What follows belongs to an exercise in optimizing a design on an open flow for small area, a short achievable clock period and few clock cycles per item; a production flow would make more cautious choices.
Where RTL was checked, it was by simulation tests only, not by an equivalence proof against the original.
No activity file was given, so power comes from the tool's default toggle rates.

// par_engine
module par_engine (
    input  wire         clk,
    input  wire         rst_n,
    input  wire         in_valid,
    output wire         in_ready,
    input  wire         in_first,
    input  wire         in_last,
    input  wire [1:0]   in_kind,      
    input  wire [3:0]   in_sheet,
    input  wire [127:0] in_data,
    input  wire [1:0]   cfg_nerase,
    input  wire [3:0]   cfg_sx,
    input  wire [3:0]   cfg_sy,
    output reg          out_valid,
    input  wire         out_ready,
    output reg  [127:0] out_a,
    output reg  [127:0] out_b,
    output reg          out_lost
);
==> flow/config.mk <==
export PLATFORM = sky130hd
export DESIGN_NAME = par_engine
export DESIGN_NICKNAME = par_engine
export VERILOG_FILES = /design/flow/design.v
export SDC_FILE = /design/flow/constraint.sdc
export NUM_CORES = 4
export LEC_CHECK = 0
export CAP_MARGIN = 20
export CORE_MARGIN = 2
export CORE_UTILIZATION = 55
export CTS_BUF_LIST = sky130_fd_sc_hd__clkbuf_16
export CTS_CLUSTER_DIAMETER = 100
export CTS_CLUSTER_SIZE = 24
export SLEW_MARGIN = 20
==> flow/constraint.sdc <==
create_clock -name core_clock -period 22.0 [get_ports {clk}]
set_input_delay 4.4000 -clock core_clock [delete_from_list [all_inputs] [get_ports {clk}]]
set_output_delay 4.4000 -clock core_clock [all_outputs]
set_load 0.01 [all_outputs]
standard.sh (not shown) runs the stock make flow with config.mk's settings and CLKGATE_MAP_FILE= SYNTH_SCRIPT=/design/flow/synth_recipe.tcl, a recipe that flattens the netlist after the stock synthesis.
==> flow/flow/run.sh <==
#!/bin/bash
set -euo pipefail
export BUFFER_PORTS_ARGS="-buffer_cell sky130_fd_sc_hd__buf_1"
bash standard.sh > flow.log 2>&1
The first run completed with no timing, DRC or antenna violations.
Rerun with:
==> flow/flow/run.sh (replaced) <==
#!/bin/bash
set -euo pipefail
export BUFFER_PORTS_ARGS="-buffer_cell sky130_fd_sc_hd__buf_1"
export CTS_ARGS="-sink_clustering_enable -repair_clock_nets -sink_clustering_size 24 -sink_clustering_max_diameter 100 -buf_list sky130_fd_sc_hd__clkbuf_16 -sink_clustering_levels 1 -dont_use_dummy_load"
bash standard.sh > flow.log 2>&1
Sequential share of layout area goes up by 0.25 points.
Die area is unchanged.
First-iteration DRC count went down by 1.5%.
Cell area goes down by 0.63%.
Wire length stays flat.
Setup slack gets better by 0.022 ns.
Non-clock buffer count does not change.
Critical path depth stays the same.
Flip-flop and latch count does not change.
Rerun with:
==> flow/flow/run.sh (replaced) <==
#!/bin/bash
set -euo pipefail
export BUFFER_PORTS_ARGS="-buffer_cell sky130_fd_sc_hd__buf_1"
bash standard.sh > flow.log 2>&1
Settings changed: CORE_UTILIZATION 55 to 60, CTS_CLUSTER_DIAMETER 100 to 80, CTS_CLUSTER_SIZE 24 to 20.
After rerunning: The changed run ran to the end with no violations. Via count goes up by about 0.7%. Final area goes up by about 1%. Clock skew goes down by 0.047 ns.
Rerun with:
Settings changed: CORE_UTILIZATION 60 to 55, CTS_CLUSTER_DIAMETER 80 to 100, CTS_CLUSTER_SIZE 20 to 24, GPL_TIMING_DRIVEN from default to 1.
After rerunning: Power decreases by 2.3%. Core utilization decreases by 5.4 points. Die area came out higher by 9.0%.
Function was not checked in any run of this note: the RTL went through the layout flow alone.

---

par_engine, a different RTL version from the one above (not shown whole).
Size in the first run: ~810 flip-flops, ~410 I/O pins.
clock: 22.0 ns
lec_check: 0
cap_margin: 20
core_margin: 2
core_utilization: 55
cts_buf_list: sky130_fd_sc_hd__clkbuf_16
cts_cluster_diameter: 100
cts_cluster_size: 24
slew_margin: 20
==> flow/flow/run.sh <==
#!/bin/bash
set -euo pipefail
export BUFFER_PORTS_ARGS="-buffer_cell sky130_fd_sc_hd__buf_1"
export CTS_ARGS="-sink_clustering_enable -repair_clock_nets -sink_clustering_size 24 -sink_clustering_max_diameter 100 -buf_list sky130_fd_sc_hd__clkbuf_16 -sink_clustering_levels 1 -dont_use_dummy_load"
bash standard.sh > flow.log 2>&1
Rerun with:
--- a/flow/flow/run.sh
+++ b/flow/flow/run.sh
@@ -3 +3 @@
-export BUFFER_PORTS_ARGS="-buffer_cell sky130_fd_sc_hd__buf_1"
+export BUFFER_PORTS_ARGS="-buffer_cell sky130_fd_sc_hd__buf_2"
After rerunning: Clock power stays flat. Design area goes up by 1.0%. Wire length goes up by 0.67%. Via count went up by 0.37%. Die area is unchanged. Final cell count hardly moves. Synthesized area is unchanged.
Function was not checked in any run of this note: the RTL went through the layout flow alone.

---

== red ==
par_engine, a different RTL version from the one above (not shown whole).
For scale: about 680 flip-flops, roughly 410 I/O pins.
Settings: LEC_CHECK=0, ABC_CLOCK_PERIOD_IN_PS=4000, CAP_MARGIN=20, CORE_MARGIN=2, CORE_UTILIZATION=30, SLEW_MARGIN=20; clock period 22.0 ns.
run.sh (not shown) runs the stock make flow with config.mk's settings and CLKGATE_MAP_FILE= SYNTH_SCRIPT=/design/flow/synth_recipe.tcl, a recipe that flattens the netlist after the stock synthesis.
Stock flow here: none of the scripts above is used.
Changes in blue relative to red:
Settings: ABC_CLOCK_PERIOD_IN_PS: 4000 -> unset.
Results
From blue to red, non-clock buffer count did not move at all.
blue vs. red: final hold slack roughly the same; total power stayed essentially flat.
Diff blue..red | total standard cell area after synthesis | unchanged
Slack of the critical path came out exactly the same in red and blue.
red and blue ended up with roughly the same count of placed standard cells including taps.
blue and red ended up with roughly the same number of sequential storage elements.
No run of this note included a check of the RTL's function; only the layout flow was run.

---

Another version of the RTL of par_engine (not shown whole).
For scale: roughly 5,400 cells after synthesis, ~810 flip-flops, about 0.046 mm2 of cells after synthesis.
export LEC_CHECK = 0
export CAP_MARGIN = 20
export CORE_MARGIN = 2
export CORE_UTILIZATION = 55
export CTS_BUF_LIST = sky130_fd_sc_hd__clkbuf_16
export CTS_CLUSTER_DIAMETER = 100
export CTS_CLUSTER_SIZE = 24
export SLEW_MARGIN = 20
create_clock -name core_clock -period 22.0 [get_ports {clk}]
standard.sh (not shown) runs the stock make flow with config.mk's settings and CLKGATE_MAP_FILE= SYNTH_SCRIPT=/design/flow/synth_recipe.tcl, a recipe that flattens the netlist after the stock synthesis.
==> flow/flow/run.sh <==
#!/bin/bash
set -euo pipefail
export BUFFER_PORTS_ARGS="-buffer_cell sky130_fd_sc_hd__buf_1"
bash standard.sh > flow.log 2>&1
The baseline completed with no timing, DRC or antenna violations.
Testbench counts at the start, summed over its fixed seeds: cycles 24,088, items 3,200.
Change:
==> flow/flow/run.sh (replaced) <==
#!/bin/bash
set -euo pipefail
export BUFFER_PORTS_ARGS="-buffer_cell sky130_fd_sc_hd__buf_2"
bash standard.sh > flow.log 2>&1
--- a/flow/config.mk
+++ b/flow/config.mk
@@ -8,7 +8,4 @@
 export CAP_MARGIN = 20
 export CORE_MARGIN = 2
-export CORE_UTILIZATION = 55
-export CTS_BUF_LIST = sky130_fd_sc_hd__clkbuf_16
-export CTS_CLUSTER_DIAMETER = 100
-export CTS_CLUSTER_SIZE = 24
+export CORE_UTILIZATION = 30
 export SLEW_MARGIN = 20
Die area goes up by 82%.
Via count is higher by 2.0%.
Power went up by 12%.
Count of clock-buffer cells in the layout rises by 82.
Clock power is higher by 83%.
Utilization falls by 24 points.
Change:
--- a/flow/config.mk
+++ b/flow/config.mk
@@ -6,6 +6,10 @@
 export NUM_CORES = 4
 export LEC_CHECK = 0
+export ABC_AREA = 1
 export CAP_MARGIN = 20
 export CORE_MARGIN = 2
-export CORE_UTILIZATION = 30
+export CORE_UTILIZATION = 55
+export CTS_BUF_LIST = sky130_fd_sc_hd__clkbuf_16
+export CTS_CLUSTER_DIAMETER = 100
+export CTS_CLUSTER_SIZE = 24
 export SLEW_MARGIN = 20
- The changed run produced a clean layout
- worst setup slack gets worse by 0.065 ns
- power went down by 30%
- hold slack gets better by 0.0032 ns
Change:
==> flow/config.mk (replaced) <==
export PLATFORM = sky130hd
export DESIGN_NAME = par_engine
export DESIGN_NICKNAME = par_engine
export VERILOG_FILES = /design/flow/design.v
export SDC_FILE = /design/flow/constraint.sdc
export NUM_CORES = 4
export LEC_CHECK = 0
export CAP_MARGIN = 20
export CORE_MARGIN = 2
export CORE_UTILIZATION = 55
export SLEW_MARGIN = 20
=> Worst setup slack improves by 0.11 ns; clock-buffer cell count increases by 72; cell area increases by 5.3%; final cell count decreases by 4.9%; synthesized area increases by 2.1%; non-clock buffer count increases by 15.

[separate check: timing with driven ports]
Ports are ideal in the flow. The routed layouts listed here were re-timed in OpenROAD.
Step 1 sets driving cells, clkbuf_16 on the clock port and buf_2 on the other inputs (assumed; they add their load-dependent delay and slew).
Step 2 also shifts input and output timing later by t, the mid clock arrival at the registers, as if the neighbouring blocks saw the same clock.
a / b / c = ideal / step 1 / step 2; a / b = the first two.
| run | t, ns | setup WS [ns] | worst slew at a driven data input, ns |
|---|---|---|---|
| the first run of note 1 | 0.698 | 16.027 / 16.027 / 16.027 | 0.08 |
| the second run of note 1 | 0.658 | 16.050 / 16.050 / 16.050 | 0.08 |
| the third run of note 1 | 0.718 | 16.204 / 16.131 / 16.441 | 0.05 |
| the fourth run of note 1 | 0.698 | 16.027 / 16.027 / 16.027 | 0.08 |
| the first run of note 2 | 0.657 | 16.289 / 16.235 / 16.289 | 0.06 |
| the second run of note 2 | 0.657 | 16.355 / 16.288 / 16.393 | 0.04 |
| red | 0.761 | 13.782 / 13.838 / 13.077 | 0.15 |
| blue | 0.761 | 13.782 / 13.838 / 13.077 | 0.15 |
| the first run of note 4 | 0.697 | 16.295 / 16.224 / 16.531 | 0.07 |
| the second run of note 4 | 0.805 | 16.198 / 16.121 / 16.479 | 0.11 |
| the third run of note 4 | 0.712 | 16.133 / 16.105 / 16.133 | 0.05 |
| the fourth run of note 4 | 0.740 | 16.240 / 16.169 / 16.540 | 0.10 |
After both steps setup and hold are still met in every run listed.
